Context: an optimization exercise on an open-source flow, tuned for small area, a short achievable clock period and few clock cycles per item. The choices shown serve that exercise and are no tape-out recipe. Only the layout flow was run in this run; the RTL was not checked for function there.

**config.mk**
```make
export PLATFORM = sky130hd
export DESIGN_NAME = meas_stream
export DESIGN_NICKNAME = meas_stream
export VERILOG_FILES = /design/flow/design.v
export SDC_FILE = /design/flow/constraint.sdc
export NUM_CORES = 4
export LEC_CHECK = 0
export CAP_MARGIN = 20
export CORE_MARGIN = 2
export CORE_UTILIZATION = 40
export SLEW_MARGIN = 20
export SYNTH_MEMORY_MAX_BITS = 65536
```
**constraint.sdc**
```tcl
create_clock -name core_clock -period 15.0 [get_ports {clk}]
set_input_delay 3.0000 -clock core_clock [delete_from_list [all_inputs] [get_ports {clk}]]
set_output_delay 3.0000 -clock core_clock [all_outputs]
set_load 0.01 [all_outputs]
```
**design.v**
```verilog
module meas_stream (
  input  wire        clk,
  input  wire        rst_n,
  input  wire        in_valid,
  output wire        in_ready,
  input  wire        in_cfg,
  input  wire [31:0] in_word,
  input  wire [3:0]  cfg_rank_win,
  input  wire [3:0]  cfg_rank,
  input  wire [2:0]  cfg_resp,
  input  wire [23:0] cfg_offset,
  input  wire [31:0] cfg_gain,
  output reg         out_valid,
  output reg  [31:0] out_value,
  output reg         out_sat,
  output reg         err_valid,
  output reg         err_fault
);
  localparam S_IDLE = 2'd0, S_RANK = 2'd1, S_MAC = 2'd2, S_SCALE = 2'd3;
  reg  [1:0]  state;
  reg  [3:0]  rank_win;
  reg  [3:0]  rank_sel;
  reg  [2:0]  resp;
  reg  [23:0] offset;
  reg  [31:0] gain;
  reg  [15:0] n;           
  reg         settled;     
  reg  [1:0]  fail_run;    
  reg  [23:0] last_val;
  reg         last_sat;
  reg         last_refns;
  reg  [23:0] win [0:8];
  reg         cur_sat;     
  reg  [23:0] hist [0:63];
  reg  [5:0]  tap;
  reg  signed [47:0] acc;
  function [6:0] taps_of(input [2:0] r);
    case (r)
      3'd0: taps_of = 7'd1;
      3'd1: taps_of = 7'd3;
      3'd2: taps_of = 7'd5;
      3'd3: taps_of = 7'd8;
      3'd4: taps_of = 7'd16;
      3'd5: taps_of = 7'd32;
      default: taps_of = 7'd64;
    endcase
  endfunction
  function [2:0] dmask_of(input [2:0] r);   
    case (r)
      3'd4: dmask_of = 3'd1;
      3'd5: dmask_of = 3'd3;
      3'd6: dmask_of = 3'd7;
      default: dmask_of = 3'd0;
    endcase
  endfunction
  function signed [23:0] coef(input [2:0] r, input [5:0] j);
    case ({r, j})
      {3'd0, 6'd0}: coef = 24'sh400000;
      {3'd1, 6'd0}: coef = 24'sh100000;
      {3'd1, 6'd1}: coef = 24'sh200000;
      {3'd1, 6'd2}: coef = 24'sh100000;
      {3'd2, 6'd0}: coef = 24'sh040000;
      {3'd2, 6'd1}: coef = 24'sh100000;
      {3'd2, 6'd2}: coef = 24'sh180000;
      {3'd2, 6'd3}: coef = 24'sh100000;
      {3'd2, 6'd4}: coef = 24'sh040000;
      {3'd3, 6'd0}: coef = 24'sh080000;
      {3'd3, 6'd1}: coef = 24'sh080000;
      {3'd3, 6'd2}: coef = 24'sh080000;
      {3'd3, 6'd3}: coef = 24'sh080000;
      {3'd3, 6'd4}: coef = 24'sh080000;
      {3'd3, 6'd5}: coef = 24'sh080000;
      {3'd3, 6'd6}: coef = 24'sh080000;
      {3'd3, 6'd7}: coef = 24'sh080000;
      {3'd4, 6'd0}: coef = 24'shffd886;
      {3'd4, 6'd1}: coef = 24'shffbbcf;
      {3'd4, 6'd2}: coef = 24'sh009c3f;
      {3'd4, 6'd3}: coef = 24'sh014734;
      {3'd4, 6'd4}: coef = 24'shfd9229;
      {3'd4, 6'd5}: coef = 24'shfb8c1e;
      {3'd4, 6'd6}: coef = 24'sh08ca85;
      {3'd4, 6'd7}: coef = 24'sh1c9f6c;
      {3'd4, 6'd8}: coef = 24'sh1c9f6c;
      {3'd4, 6'd9}: coef = 24'sh08ca85;
      {3'd4, 6'd10}: coef = 24'shfb8c1e;
      {3'd4, 6'd11}: coef = 24'shfd9229;
      {3'd4, 6'd12}: coef = 24'sh014734;
      {3'd4, 6'd13}: coef = 24'sh009c3f;
      {3'd4, 6'd14}: coef = 24'shffbbcf;
      {3'd4, 6'd15}: coef = 24'shffd886;
      {3'd5, 6'd0}: coef = 24'shfff5ac;
      {3'd5, 6'd1}: coef = 24'shffe234;
      {3'd5, 6'd2}: coef = 24'shffd606;
      {3'd5, 6'd3}: coef = 24'shffe5fe;
      {3'd5, 6'd4}: coef = 24'sh0026d2;
      {3'd5, 6'd5}: coef = 24'sh008885;
      {3'd5, 6'd6}: coef = 24'sh00c164;
      {3'd5, 6'd7}: coef = 24'sh006ebf;
      {3'd5, 6'd8}: coef = 24'shff69af;
      {3'd5, 6'd9}: coef = 24'shfe18e4;
      {3'd5, 6'd10}: coef = 24'shfd73a6;
      {3'd5, 6'd11}: coef = 24'shfe929c;
      {3'd5, 6'd12}: coef = 24'sh01fc5d;
      {3'd5, 6'd13}: coef = 24'sh071cfa;
      {3'd5, 6'd14}: coef = 24'sh0c5130;
      {3'd5, 6'd15}: coef = 24'sh0f9946;
      {3'd5, 6'd16}: coef = 24'sh0f9946;
      {3'd5, 6'd17}: coef = 24'sh0c5130;
      {3'd5, 6'd18}: coef = 24'sh071cfa;
      {3'd5, 6'd19}: coef = 24'sh01fc5d;
      {3'd5, 6'd20}: coef = 24'shfe929c;
      {3'd5, 6'd21}: coef = 24'shfd73a6;
      {3'd5, 6'd22}: coef = 24'shfe18e4;
      {3'd5, 6'd23}: coef = 24'shff69af;
      {3'd5, 6'd24}: coef = 24'sh006ebf;
      {3'd5, 6'd25}: coef = 24'sh00c164;
      {3'd5, 6'd26}: coef = 24'sh008885;
      {3'd5, 6'd27}: coef = 24'sh0026d2;
      {3'd5, 6'd28}: coef = 24'shffe5fe;
      {3'd5, 6'd29}: coef = 24'shffd606;
      {3'd5, 6'd30}: coef = 24'shffe234;
      {3'd5, 6'd31}: coef = 24'shfff5ac;
      {3'd6, 6'd0}: coef = 24'shfffd69;
      {3'd6, 6'd1}: coef = 24'shfff82a;
      {3'd6, 6'd2}: coef = 24'shfff2de;
      {3'd6, 6'd3}: coef = 24'shffeded;
      {3'd6, 6'd4}: coef = 24'shffea58;
      {3'd6, 6'd5}: coef = 24'shffe9af;
      {3'd6, 6'd6}: coef = 24'shffedc8;
      {3'd6, 6'd7}: coef = 24'shfff830;
      {3'd6, 6'd8}: coef = 24'sh000980;
      {3'd6, 6'd9}: coef = 24'sh0020b1;
      {3'd6, 6'd10}: coef = 24'sh003abb;
      {3'd6, 6'd11}: coef = 24'sh005297;
      {3'd6, 6'd12}: coef = 24'sh0061d2;
      {3'd6, 6'd13}: coef = 24'sh0061a0;
      {3'd6, 6'd14}: coef = 24'sh004c61;
      {3'd6, 6'd15}: coef = 24'sh001f43;
      {3'd6, 6'd16}: coef = 24'shffdbb5;
      {3'd6, 6'd17}: coef = 24'shff885b;
      {3'd6, 6'd18}: coef = 24'shff3121;
      {3'd6, 6'd19}: coef = 24'shfee659;
      {3'd6, 6'd20}: coef = 24'shfebad1;
      {3'd6, 6'd21}: coef = 24'shfec12c;
      {3'd6, 6'd22}: coef = 24'shff08c3;
      {3'd6, 6'd23}: coef = 24'shff9aaa;
      {3'd6, 6'd24}: coef = 24'sh007750;
      {3'd6, 6'd25}: coef = 24'sh019538;
      {3'd6, 6'd26}: coef = 24'sh02e123;
      {3'd6, 6'd27}: coef = 24'sh043fbb;
      {3'd6, 6'd28}: coef = 24'sh05909c;
      {3'd6, 6'd29}: coef = 24'sh06b253;
      {3'd6, 6'd30}: coef = 24'sh0786b9;
      {3'd6, 6'd31}: coef = 24'sh07f708;
      {3'd6, 6'd32}: coef = 24'sh07f708;
      {3'd6, 6'd33}: coef = 24'sh0786b9;
      {3'd6, 6'd34}: coef = 24'sh06b253;
      {3'd6, 6'd35}: coef = 24'sh05909c;
      {3'd6, 6'd36}: coef = 24'sh043fbb;
      {3'd6, 6'd37}: coef = 24'sh02e123;
      {3'd6, 6'd38}: coef = 24'sh019538;
      {3'd6, 6'd39}: coef = 24'sh007750;
      {3'd6, 6'd40}: coef = 24'shff9aaa;
      {3'd6, 6'd41}: coef = 24'shff08c3;
      {3'd6, 6'd42}: coef = 24'shfec12c;
      {3'd6, 6'd43}: coef = 24'shfebad1;
      {3'd6, 6'd44}: coef = 24'shfee659;
      {3'd6, 6'd45}: coef = 24'shff3121;
      {3'd6, 6'd46}: coef = 24'shff885b;
      {3'd6, 6'd47}: coef = 24'shffdbb5;
      {3'd6, 6'd48}: coef = 24'sh001f43;
      {3'd6, 6'd49}: coef = 24'sh004c61;
      {3'd6, 6'd50}: coef = 24'sh0061a0;
      {3'd6, 6'd51}: coef = 24'sh0061d2;
      {3'd6, 6'd52}: coef = 24'sh005297;
      {3'd6, 6'd53}: coef = 24'sh003abb;
      {3'd6, 6'd54}: coef = 24'sh0020b1;
      {3'd6, 6'd55}: coef = 24'sh000980;
      {3'd6, 6'd56}: coef = 24'shfff830;
      {3'd6, 6'd57}: coef = 24'shffedc8;
      {3'd6, 6'd58}: coef = 24'shffe9af;
      {3'd6, 6'd59}: coef = 24'shffea58;
      {3'd6, 6'd60}: coef = 24'shffeded;
      {3'd6, 6'd61}: coef = 24'shfff2de;
      {3'd6, 6'd62}: coef = 24'shfff82a;
      {3'd6, 6'd63}: coef = 24'shfffd69;
      default: coef = 24'sd0;
    endcase
  endfunction
  assign in_ready = (state == S_IDLE);
  wire accept   = in_valid && in_ready;
  wire par_ok   = ~^in_word;
  wire [6:0]  taps     = taps_of(resp);
  wire [15:0] settle_n = {12'd0, rank_win} + {9'd0, taps} - 16'd1;
  wire [3:0] want_rank = (rank_sel == 4'd0) ? ((rank_win + 4'd1) >> 1) : rank_sel;
  reg  [23:0] rank_out;
  reg  [3:0]  n_lt, n_le;
  reg         found;
  integer i, k;
  always @* begin
    rank_out = win[0];
    found    = 1'b0;
    for (i = 0; i < 9; i = i + 1) begin
      n_lt = 4'd0;
      n_le = 4'd0;
      for (k = 0; k < 9; k = k + 1) begin
        if (k < rank_win) begin
          if (win[k] <  win[i]) n_lt = n_lt + 4'd1;
          if (win[k] <= win[i]) n_le = n_le + 4'd1;
        end
      end
      if (!found && (i < rank_win) && (n_lt < want_rank) && (want_rank <= n_le)) begin
        rank_out = win[i];
        found    = 1'b1;
      end
    end
  end
  wire signed [26:0] x_code = {acc[47], acc[47:22]};      
  wire signed [27:0] diff   = {x_code[26], x_code} - $signed({4'd0, offset});
  wire signed [59:0] prod   = diff * $signed(gain);
  wire signed [39:0] y      = prod[59:20];                
  wire y_hi = (y >  40'sd2147483647);
  wire y_lo = (y < -40'sd2147483647);
  wire        is_sample  = accept && !in_cfg;
  wire        push       = is_sample && (par_ok || fail_run == 2'd0);
  wire        do_flush   = is_sample && !par_ok && fail_run != 2'd0;
  wire [23:0] push_val   = par_ok ? in_word[23:0] : last_val;
  wire        push_sat   = par_ok ? in_word[24]   : last_sat;
  wire        push_refns = par_ok ? in_word[25]   : last_refns;
  integer m;
  always @(posedge clk) begin
    if (!rst_n) begin
      state      <= S_IDLE;
      rank_win   <= 4'd1;
      rank_sel   <= 4'd0;
      resp       <= 3'd0;
      offset     <= 24'd0;
      gain       <= 32'h0010_0000;
      n          <= 16'd0;
      settled    <= 1'b0;
      fail_run   <= 2'd0;
      last_val   <= 24'd0;
      last_sat   <= 1'b0;
      last_refns <= 1'b0;
      cur_sat    <= 1'b0;
      tap        <= 6'd0;
      acc        <= 48'sd0;
      out_valid  <= 1'b0;
      out_value  <= 32'd0;
      out_sat    <= 1'b0;
      err_valid  <= 1'b0;
      err_fault  <= 1'b0;
      for (m = 0; m < 9; m = m + 1)  win[m]  <= 24'd0;
      for (m = 0; m < 64; m = m + 1) hist[m] <= 24'd0;
    end else begin
      out_valid <= 1'b0;
      err_valid <= 1'b0;
      err_fault <= 1'b0;
      case (state)
        S_IDLE: begin
          if (accept) begin
            if (in_cfg) begin
              if (cfg_rank_win != rank_win || cfg_rank != rank_sel || cfg_resp != resp) begin
                n       <= 16'd0;
                settled <= 1'b0;
              end
              rank_win <= cfg_rank_win;
              rank_sel <= cfg_rank;
              resp     <= cfg_resp;
              offset   <= cfg_offset;
              gain     <= cfg_gain;
            end else begin
              if (par_ok) begin
                fail_run   <= 2'd0;
                last_val   <= in_word[23:0];
                last_sat   <= in_word[24];
                last_refns <= in_word[25];
              end else begin
                err_valid <= 1'b1;
                err_fault <= (fail_run == 2'd1);
                fail_run  <= (fail_run == 2'd0) ? 2'd1 : 2'd2;
              end
              if (do_flush) begin
                n       <= 16'd0;
                settled <= 1'b0;
                for (m = 0; m < 9; m = m + 1)  win[m]  <= 24'd0;
                for (m = 0; m < 64; m = m + 1) hist[m] <= 24'd0;
              end
              if (push) begin
                win[0] <= push_val;
                for (m = 1; m < 9; m = m + 1) win[m] <= win[m-1];
                cur_sat <= push_sat;
                if (push_refns) begin
                  n       <= 16'd1;
                  settled <= 1'b0;
                end else begin
                  n <= n + 16'd1;
                end
                state <= S_RANK;
              end
            end
          end
        end
        S_RANK: begin
          hist[0] <= rank_out;
          for (m = 1; m < 64; m = m + 1) hist[m] <= hist[m-1];
          if (n >= settle_n) settled <= 1'b1;
          if ((n >= settle_n || settled) && ((n[2:0] & dmask_of(resp)) == 3'd0)) begin
            acc   <= 48'sd0;
            tap   <= 6'd0;
            state <= S_MAC;
          end else begin
            state <= S_IDLE;
          end
        end
        S_MAC: begin
          acc <= acc + coef(resp, tap) * $signed({1'b0, hist[tap]});
          if ({1'b0, tap} == taps - 7'd1) state <= S_SCALE;
          tap <= tap + 6'd1;
        end
        default: begin   
          out_valid <= 1'b1;
          out_sat   <= cur_sat | y_hi | y_lo;
          if (y_hi)      out_value <= 32'h7fff_ffff;
          else if (y_lo) out_value <= 32'h8000_0001;
          else           out_value <= y[31:0];
          state <= S_IDLE;
        end
      endcase
    end
  end
endmodule
```
**run.sh**
```bash
#!/bin/bash
# synth_recipe.tcl (not shown) runs the flow's synth.tcl, then flattens the netlist and writes it again
# the make line also repeats each setting of config.mk as NAME=value (left out here)
make -C /OpenROAD-flow-scripts/flow DESIGN_CONFIG=/design/flow/config.mk WORK_HOME=/design/flow/orfs CLKGATE_MAP_FILE= SYNTH_SCRIPT=/design/flow/synth_recipe.tcl finish
```
==> flow_summary.json <==
{
  "status": "timing/DRC/antenna clean",
  "dr.pass1.iters": 7,
  "reg2reg_from": "tap[2]",
  "yosys_warnings": 3,
  "cp_data_arrival_time_ns": 14.09,
  "maxCapViolations": 0,
  "dieHeight_um": 647,
  "dpl.cell_count": 23300,
  "syn_nets": 21600,
  "cts-buffers-inserted": 219,
  "clk_latency_ns": 0.97,
  "start_util_pct": 40.1,
  "wl_per_cell_um": 25.7,
  "cts_max_level": 4,
  "critical_path_class": "reg -> reg",
  "fmax_mhz": 74.9,
  "drive_gt1_share_pct": 8.30,
  "groute.usage.overall_pct": 28.4,
  "synth_sequential_area_ratio_pct": 23.7,
  "use_met1_pct": 37.9,
  "final.setup.tns_ns": 0,
  "hold_depth": 2,
  "r2r_cells": 37,
  "cts_tree": "done",
  "worstMarginPinSlew_ns": 1.29,
  "clk_path_buf_depth": 4,
  "fin_cells": 23700,
  "drc_errors": 0,
  "gp_congestion": 1.00,
  "drt-initial-drc-count": 16200,
  "io_pins": 140,
  "cts-resized-gates": 0,
  "layout.nets": 21100,
  "min_to": "last_val[2]",
  "hold_violations": 0,
  "grtUsageMet2_pct": 44.3,
  "critPathSlowestCell": "nor2_4",
  "min_period_ns": 13.36,
  "die_area_mm2": 0.419,
  "synth_edf_count": 0,
  "synth.avg_cell_area_um2": 8.93,
  "syn_inst": 18600,
  "vias": 141000,
  "r2r-end": "acc[47]",
  "grt_pass1_vias": 136000,
  "path_delay_family": "simple AND/OR/NAND/NOR gates",
  "cp-end-kind": "flop",
  "cts-root-buf": "clkbuf_16",
  "die_w_um": 647,
  "finClkSkew_ns": 0.113,
  "syn2layout_area_growth_pct": 9.23,
  "rsz0062_at_grt": "no",
  "clock_sinks": 1957,
  "ys_types": 120,
  "placement.io_buffers": 139,
  "ys_async_sr_fraction_pct": 0,
  "wl_um": 611000,
  "grt_first_pass_wirelength_um": 903000,
  "grt_max_degree": 298,
  "synth-seq-cells": 1957,
  "crit_path_start_kind": "flop",
  "mostFrequentLayoutCell": "a22oi_1",
  "std_cell_rows": 236,
  "grt_overflow_total": 0,
  "synth_ff_type": "dfxtp_1",
  "syn_area_mm2": 0.166,
  "hp-start": "last_val[2]",
  "setup_violations": 0,
  "hp-class": "reg -> reg",
  "period_share_pct": 89.0,
  "crit_top_cell": "fa_1",
  "cp.required_ns": 15.73,
  "r2r_slack_ns": 1.64,
  "viasPerCell": 5.94,
  "slowest_delay_ns": 0.93,
  "layout_common_cells": "a22oi_1, dfxtp_1, inv_1",
  "antenna_found_initial": 30,
  "top_usage_layer": "met2",
  "path_clk_slew_ns": 0.06,
  "drv_slew": 0,
  "met3_usage_pct": 4.86,
  "hpwl_um": 429000,
  "holdBufCountCts": 0,
  "relSlewSlack_pct": 14.1,
  "coreArea_mm2": 0.413,
  "crit_buf_inv": 6,
  "crit_fanout": 58,
  "postRouteAntennaNets": 0,
  "post_cts_buffers": 0
}
[state kept, by name, summed over array words and instances, names as in the netlist, 3 cells and up]
| register | count |
|---|---|
| resp | 3 |
| n | 16 |
| win | 216 |
| gain | 32 |
| offset | 24 |
| last_val | 24 |
| out_value | 32 |
| acc | 48 |
| tap | 6 |
| hist | 1536 |
| rank_sel | 4 |
| rank_win | 4 |
[Yosys cell counts (182+ instances only)]
cell type / n / area share (%)
a21oi_1: 511 / 1.5
a22oi_1: 2131 / 9.7
a221oi_1: 204 / 1.1
nor2_1: 549 / 1.2
nand2_1: 1327 / 3.0
or2_2: 405 / 1.5
xnor2_1: 291 / 1.5
o21ai_0: 335 / 1.0
inv_1: 1876 / 4.3
fa_1: 1414 / 17
clkbuf_1: 1133 / 2.6
nor2b_1: 1812 / 6.8
a21o_1: 183 / 0.83
nand4_1: 308 / 1.2
dfxtp_1: 1957 / 24
nand3_1: 307 / 0.93
and2_1: 236 / 0.89
a22o_1: 182 / 0.96
ha_1: 1486 / 11
[worst reg2reg max path, delay by kind of cell, from the launching register on]
kind            cells  cell delay (ns)
compound gates     12             3.38
simple gates       10             4.09
buf+inv             6             1.46
flops               1             0.54
xor+xnor            1             0.14
fa+ha+maj           8             3.54
[worst max-delay path by stage]
stage | startpoint | endpoint | slack [ns] | cells past startpoint
3_3_place_gp | offset[1] | out_value[22] | 1.91 | 43
3_5_place_dp | offset[1] | out_value[6] | 1.86 | 43
5_1_grt | offset[1] | out_value[1] | 0.78 | 43
2_1_floorplan | acc[22] | out_value[12] | 3.91 | 48
4_1_cts | offset[1] | out_value[6] | 1.78 | 43
6_report | tap[2] | acc[47] | 1.64 | 37
[stage by stage]
stage          hold WS (ns)  utilization (%)  setup slack (ns)  instance area [um2]
2_1_floorplan         0.424                -              3.91               166000
3_3_place_gp          0.448             42.0              1.91               173000
3_5_place_dp          0.455             42.0              1.86               173000
4_1_cts               0.466             43.8              1.78               181000
5_1_grt               0.483             43.8             0.776               181000
6_report              0.462             43.8              1.64               181000
[area by class of cell]
type                            count  area (um2)
Antenna cell                        8        20.0
Clock buffer                      310        6350
Clock inverter                     89        1200
Fill cell                       40600      232000
Inverter                         1881        7060
Multi-Input combinational cell  13500      115000
Sequential cell                  1957       39200
Tap cell                         5474        6850
Timing Repair Buffer              549        4800
[metal layers]
metal | wire [um] | up-vias
met4 | 36700 | 10
met1 | 255000 | 70000
li1 | - | 63400
met3 | 51300 | 1424
met5 | 50 | -
met2 | 268000 | 6065
[cells by family (layout without fill, tap and decap cells)]
kind of cell,count (synthesis),in the layout,synth area share (%)
buffers and inverters,3118,2829,7.13
xor gates and xnor gates,442,442,2.49
muxes,151,151,1.01
and+or+nand+nor,5556,5556,18.0
other,0,8,0
adders and majority gates,2900,2900,28.3
DFF,1957,1957,23.7
AOI/OAI and AO/OA,4432,4432,19.4

[afterwards: timing with drivers on the ports]
In the flow no input, the clock included, has a driving cell. The finished layout below was timed again as built, in two steps. Step 1 sets driving cells, clkbuf_16 on the clock port and buf_2 on the other inputs (assumed; they add their load-dependent delay and slew). Step 2 adds t to the input delays and takes it off the output delays; t is the mean of the earliest and latest rising clock arrival at the registers after step 1. Input paths then give back, and output paths get back, about the clock's delay inside the block. a / b / c = no drivers / after step 1 / after step 2; a / b = the first two.
shift t [ns]: 1.010
setup slack, ns: 1.644 / 1.644 / 1.644
worst hold slack (ns): 0.462 / 0.462 / 0.462
worst setup path at the end: register to register
After both steps this run still meets setup and hold. The setup slack of this run moves by 0.000 ns with the drivers and by 0.000 ns with both steps.
